This design comes from an exercise in tuning for small area and a short achievable clock period on the open sky130 flow, not from production work.
The clock input has no modelled driver; a real chip could not lean on it and would need a root buffer or a full tree.
Power and IR drop assume default switching activity.

// adc_correct
module adc_correct (
    input  wire        clk,
    input  wire        rst,           
    input  wire        cfg_we,
    input  wire [4:0]  cfg_addr,      
    input  wire [31:0] cfg_wdata,
    input  wire        swap,          
    output wire        active_half,
    input  wire        in_valid,
    input  wire [15:0] in_code,
    output reg         out_valid,
    output reg  [23:0] out_sample,
    output reg         out_sat
);
    reg        half;                      
    reg        half_n;                    
    assign active_half = half;
    wire       gain_ok = |cfg_wdata[23:0];      
    wire       we0 = cfg_we & ~half_n;          
    wire       we1 = cfg_we & half_n;
    wire       wo0 = we0 & (cfg_addr == 5'd0);
    wire       wo1 = we1 & (cfg_addr == 5'd0);
    wire       wg0 = we0 & (cfg_addr == 5'd1) & gain_ok;
    wire       wg1 = we1 & (cfg_addr == 5'd1) & gain_ok;
    wire [15:0] wl0, wl1;
    genvar gi;
    generate
        for (gi = 0; gi < 16; gi = gi + 1) begin : g_wdec
  ...
export LEC_CHECK = 0
export CAP_MARGIN = 20
export CORE_MARGIN = 2
export CORE_UTILIZATION = 40
export CTS_CLUSTER_DIAMETER = 80
export CTS_CLUSTER_SIZE = 30
export SLEW_MARGIN = 20
create_clock -name core_clock -period 22.0 [get_ports {clk}]
standard.sh (not shown) runs the stock make flow with config.mk's settings and CLKGATE_MAP_FILE= SYNTH_SCRIPT=/design/flow/synth_recipe.tcl, a recipe that flattens the netlist after the stock synthesis.
==> flow/flow/run.sh <==
#!/bin/bash
# The standard layout (standard.sh, unchanged synthesis) with two changes to
# how the layout is optimised; the constraints and clock are the standard flow's own:
#  - repair_timing keeps 16.4 ns of extra setup slack (sizes for a ~6 ns period)
#  - the port buffers are buf_4 cells instead of the resizer's default pick
set -euo pipefail
cd "$(dirname "$0")/.."
bash standard.sh SETUP_SLACK_MARGIN=16.4 "BUFFER_PORTS_ARGS=-buffer_cell sky130_fd_sc_hd__buf_4" finish > standard_flow.log 2>&1
The baseline produced a clean layout.
Rerun with:
--- a/flow/design.v
+++ b/flow/design.v
@@ -12,25 +12,35 @@
     output reg  [23:0] out_sample,
     output reg         out_sat
 );
     reg        half;                      
     reg        half_n;                    
     assign active_half = half;
-    wire       gain_ok = |cfg_wdata[23:0];      
-    wire       we0 = cfg_we & ~half_n;          
-    wire       we1 = cfg_we & half_n;
-    wire       wo0 = we0 & (cfg_addr == 5'd0);
-    wire       wo1 = we1 & (cfg_addr == 5'd0);
-    wire       wg0 = we0 & (cfg_addr == 5'd1) & gain_ok;
-    wire       wg1 = we1 & (cfg_addr == 5'd1) & gain_ok;
+    reg        w_we;
+    reg        w_h1;                            
+    reg [4:0]  w_addr;
+    reg [31:0] w_data;
+    always @(posedge clk) begin
+        w_we   <= cfg_we & ~rst;
+        w_h1   <= half_n;
+        w_addr <= cfg_addr;
+        w_data <= cfg_wdata;
+    end
+    wire       gain_ok = |w_data[23:0];         
+    wire       we0 = w_we & ~w_h1;
+    wire       we1 = w_we & w_h1;
+    wire       wo0 = we0 & (w_addr == 5'd0);
+    wire       wo1 = we1 & (w_addr == 5'd0);
+    wire       wg0 = we0 & (w_addr == 5'd1) & gain_ok;
+    wire       wg1 = we1 & (w_addr == 5'd1) & gain_ok;
     wire [15:0] wl0, wl1;
     genvar gi;
     generate
         for (gi = 0; gi < 16; gi = gi + 1) begin : g_wdec
-            assign wl0[gi] = we0 & (cfg_addr == gi + 2);
-            assign wl1[gi] = we1 & (cfg_addr == gi + 2);
+            assign wl0[gi] = we0 & (w_addr == gi + 2);
+            assign wl1[gi] = we1 & (w_addr == gi + 2);
         end
     endgenerate
     reg [23:0] ofs_t0, ofs_t1, gain_t0, gain_t1;
     reg        ofs_id0, ofs_id1, gain_id0, gain_id1;    
     reg [15:0] lin_id0, lin_id1;
     always @(posedge clk) begin
@@ -49,47 +59,53 @@
             if (wg1) gain_id1 <= 1'b0;
             lin_id0 <= lin_id0 & ~wl0;
             lin_id1 <= lin_id1 & ~wl1;
         end
     end
     always @(posedge clk) begin
-        if (wo0) ofs_t0 <= cfg_wdata[23:0];
-        if (wo1) ofs_t1 <= cfg_wdata[23:0];
-        if (wg0) gain_t0 <= cfg_wdata[23:0];
-        if (wg1) gain_t1 <= cfg_wdata[23:0];
+        if (wo0) ofs_t0 <= w_data[23:0];
+        if (wo1) ofs_t1 <= w_data[23:0];
+        if (wg0) gain_t0 <= w_data[23:0];
+        if (wg1) gain_t1 <= w_data[23:0];
     end
     reg [31:0] lin_t0 [0:15];
     reg [31:0] lin_t1 [0:15];
     generate
         for (gi = 0; gi < 16; gi = gi + 1) begin : g_lin
             always @(posedge clk) begin
-                if (wl0[gi]) lin_t0[gi] <= cfg_wdata;
-                if (wl1[gi]) lin_t1[gi] <= cfg_wdata;
+                if (wl0[gi]) lin_t0[gi] <= w_data;
+                if (wl1[gi]) lin_t1[gi] <= w_data;
             end
         end
     endgenerate
     wire [3:0]  q_in = {~in_code[15], in_code[14:12]};
     wire [15:0] qd_in;
     generate
         for (gi = 0; gi < 16; gi = gi + 1) begin : g_qdec
             assign qd_in[gi] = (q_in == gi);
         end
     endgenerate
+    wire [15:0] lin_idn0 = lin_id0 & ~wl0;
+    wire [15:0] lin_idn1 = lin_id1 & ~wl1;
+    wire        ofs_idn0 = ofs_id0 & ~wo0;
+    wire        ofs_idn1 = ofs_id1 & ~wo1;
+    wire        gain_idn0 = gain_id0 & ~wg0;
+    wire        gain_idn1 = gain_id1 & ~wg1;
     reg        a_valid;
     reg [15:0] a_code;
     reg [15:0] a_lsel0, a_lsel1;      
     reg [1:0]  a_osel, a_gsel;        
     reg        a_gid;                 
     always @(posedge clk) begin
         a_valid <= ~rst & in_valid;
         a_code  <= in_code;
-        a_lsel0 <= qd_in & {16{half_n}}  & ~lin_id0;
-        a_lsel1 <= qd_in & {16{~half_n}} & ~lin_id1;
-        a_osel  <= {~half_n & ~ofs_id1, half_n & ~ofs_id0};
-        a_gsel  <= {~half_n & ~gain_id1, half_n & ~gain_id0};
-        a_gid   <= half_n ? gain_id0 : gain_id1;
+        a_lsel0 <= qd_in & {16{half_n}}  & ~lin_idn0;
+        a_lsel1 <= qd_in & {16{~half_n}} & ~lin_idn1;
+        a_osel  <= {~half_n & ~ofs_idn1, half_n & ~ofs_idn0};
+        a_gsel  <= {~half_n & ~gain_idn1, half_n & ~gain_idn0};
+        a_gid   <= half_n ? gain_idn0 : gain_idn1;
     end
     reg  [31:0] lin;
     integer k;
     always @(*) begin
         lin = 32'd0;
         for (k = 0; k < 16; k = k + 1)
Outcome: Die area went up by 1.2%; clock-buffer cell count went up by 21; global-route usage went down by 0.55 points; routed wire length went up by about 0.7%; sequential power went up by about 2%; clock skew went down by 0.021 ns; hold slack improved by 0.0059 ns.
No functional check of the RTL was part of any run of this note.

========
adc_correct, a different RTL version from the one above (not shown whole).
Size: ~5,100 cells after synthesis, roughly 1,500 flip-flops, about 85 I/O pins, about 69,000 um2 of cells after synthesis.
clock: 22.0 ns
lec_check: 0
cap_margin: 20
core_margin: 2
core_utilization: 55
cts_cluster_diameter: 90
cts_cluster_size: 26
slew_margin: 20
==> flow/flow/run.sh <==
#!/bin/bash
# The standard layout (standard.sh, unchanged synthesis), with changes to
# how the layout is optimised; the constraints and clock are the standard flow's own:
#  - repair_timing keeps 16.6 ns of extra setup slack (sizes for a ~5.4 ns period)
#  - the port buffers are buf_2 cells instead of the resizer's default pick
#  - after CTS, flow/post_cts.tcl replaces TritonCTS's three-level clock tree
#    with a balanced two-level one (4 roots on the clock port, 26-register
#    leaf clusters) and repairs timing again
set -euo pipefail
cd "$(dirname "$0")/.."
bash standard.sh SETUP_SLACK_MARGIN=16.6 \
  "BUFFER_PORTS_ARGS=-buffer_cell sky130_fd_sc_hd__buf_2" \
  "POST_CTS_TCL=$PWD/flow/post_cts.tcl" \
  finish > standard_flow.log 2>&1
Other scripts of this flow, unchanged in this note and not shown: flow/flow/build_tree.tcl, flow/flow/post_cts.tcl
Rerun with:
--- a/flow/design.v
+++ b/flow/design.v
@@ -78,39 +78,38 @@
         end
     endgenerate
     wire [3:0]  q_in = {~in_code[15], in_code[14:12]};
     wire [15:0] qd_in;
     generate
         for (gi = 0; gi < 16; gi = gi + 1) begin : g_qdec
             assign qd_in[gi] = (q_in == gi);
         end
     endgenerate
+    wire [15:0] lin_idn0 = lin_id0 & ~wl0;
+    wire [15:0] lin_idn1 = lin_id1 & ~wl1;
     wire        ofs_idn0 = ofs_id0 & ~wo0;
     wire        ofs_idn1 = ofs_id1 & ~wo1;
     wire        gain_idn0 = gain_id0 & ~wg0;
     wire        gain_idn1 = gain_id1 & ~wg1;
     reg        a_valid;
     reg [15:0] a_code;
-    reg [15:0] a_qd;                  
-    reg [1:0]  a_hsel;                
+    reg [15:0] a_lsel0, a_lsel1;      
     reg [1:0]  a_osel, a_gsel;        
     reg        a_gid;                 
     always @(posedge clk) begin
         a_valid <= ~rst & in_valid;
         a_code  <= in_code;
-        a_qd    <= qd_in;
-        a_hsel  <= {~half_n, half_n};
+        a_lsel0 <= qd_in & {16{half_n}}  & ~lin_idn0;
+        a_lsel1 <= qd_in & {16{~half_n}} & ~lin_idn1;
         a_osel  <= {~half_n & ~ofs_idn1, half_n & ~ofs_idn0};
         a_gsel  <= {~half_n & ~gain_idn1, half_n & ~gain_idn0};
         a_gid   <= half_n ? gain_idn0 : gain_idn1;
     end
-    wire [15:0] a_lsel0 = a_qd & {16{a_hsel[0]}} & ~lin_id0;
-    wire [15:0] a_lsel1 = a_qd & {16{a_hsel[1]}} & ~lin_id1;
     reg  [31:0] lin;
     integer k;
     always @(*) begin
         lin = 32'd0;
         for (k = 0; k < 16; k = k + 1)
             lin = lin | ({32{a_lsel0[k]}} & lin_t0[k]) | ({32{a_lsel1[k]}} & lin_t1[k]);
     end
     wire [23:0] ofs  = ({24{a_osel[0]}} & ofs_t0)  | ({24{a_osel[1]}} & ofs_t1);
     wire [25:0] op_r = {{2{a_code[15]}}, a_code, 8'd0};
@@ -1778,28 +1777,27 @@
     assign t2_B[46] = t2_s847;
     assign t2_A[47] = t2_c848;
     assign t2_B[47] = t2_s849;
     assign t2_A[48] = t2_c850;
     assign t2_B[48] = t2_s851;
     assign t2_A[49] = t2_c852;
     assign t2_B[49] = t2_s853;
     wire [22:0] low2 = t2_A[21:0] + t2_B[21:0];
     reg        d_valid;
-    reg [27:0] d_ha, d_hb;
-    reg        d_c;
+    reg [27:0] d_zh;                  
+    reg        d_c;                   
     reg        d_rail;
     always @(posedge clk) begin
         d_valid <= ~rst & c_valid;
-        d_ha    <= t2_A[49:22];
-        d_hb    <= t2_B[49:22];
+        d_zh    <= t2_A[49:22] + t2_B[49:22];
         d_c     <= low2[22];
         d_rail  <= c_rail;
     end
-    wire [27:0] z  = d_ha + d_hb + {27'd0, d_c};
+    wire [27:0] z  = d_zh + {27'd0, d_c};
     wire        hi = ~z[27] & (|z[26:23]);
     wire        lo =  z[27] & ~(&z[26:23]);
     always @(posedge clk) begin
         out_valid  <= ~rst & d_valid;
         out_sample <= hi ? 24'h7F_FFFF : lo ? 24'h80_0000 : z[23:0];
         out_sat    <= hi | lo | d_rail;
     end
 endmodule
Result: The new run ran to the end with no violations. Register-to-register slack loses 0.38 ns. Wire length rises by 6.9%. Core utilization rises by 1.8 points. Synthesized cell count rises by 0.47%. Global-route usage rises by 2.2 points.
No functional check of the RTL was part of any run of this note. In every run of this note, the design's own scripts or RTL, not TritonCTS, make the clock network.

## re-timing with driven ports
The results above use ideal ports. As a check the final layouts listed here were re-extracted and re-timed, cells and wires unchanged.
Step 1 (the two cells are an assumption about what drives the block):
set clk [get_ports {clk}]
set_driving_cell -lib_cell sky130_fd_sc_hd__clkbuf_16 $clk
set_driving_cell -lib_cell sky130_fd_sc_hd__buf_2 [delete_from_list [all_inputs] $clk]
Step 2 also shifts input and output timing later by t, the mid clock arrival at the registers, as if the neighbouring blocks saw the same clock.
a / b / c = ideal / step 1 / step 2; a / b = the first two.
run | shift t [ns] | setup WS [ns] | clock arrival spread, ns | cell pins on the clock port's net
the first run of note 1 | 0.797 | 16.348 / 16.326 / 15.622 | 0.101 / 0.101 | 1
the second run of note 1 | 0.790 | 16.426 / 16.333 / 16.530 | 0.085 / 0.084 | 1
the first run of note 2 | 0.661 | 16.610 / 16.458 / 16.737 | 0.062 / 0.061 | 4
the second run of note 2 | 0.665 | 16.379 / 16.379 / 16.216 | 0.059 / 0.058 | 4
After both steps setup and hold are still met in every run listed. For the first run of note 1, which loses most, drivers alone change the setup slack by -0.022 ns; drivers and shift together by -0.726 ns.
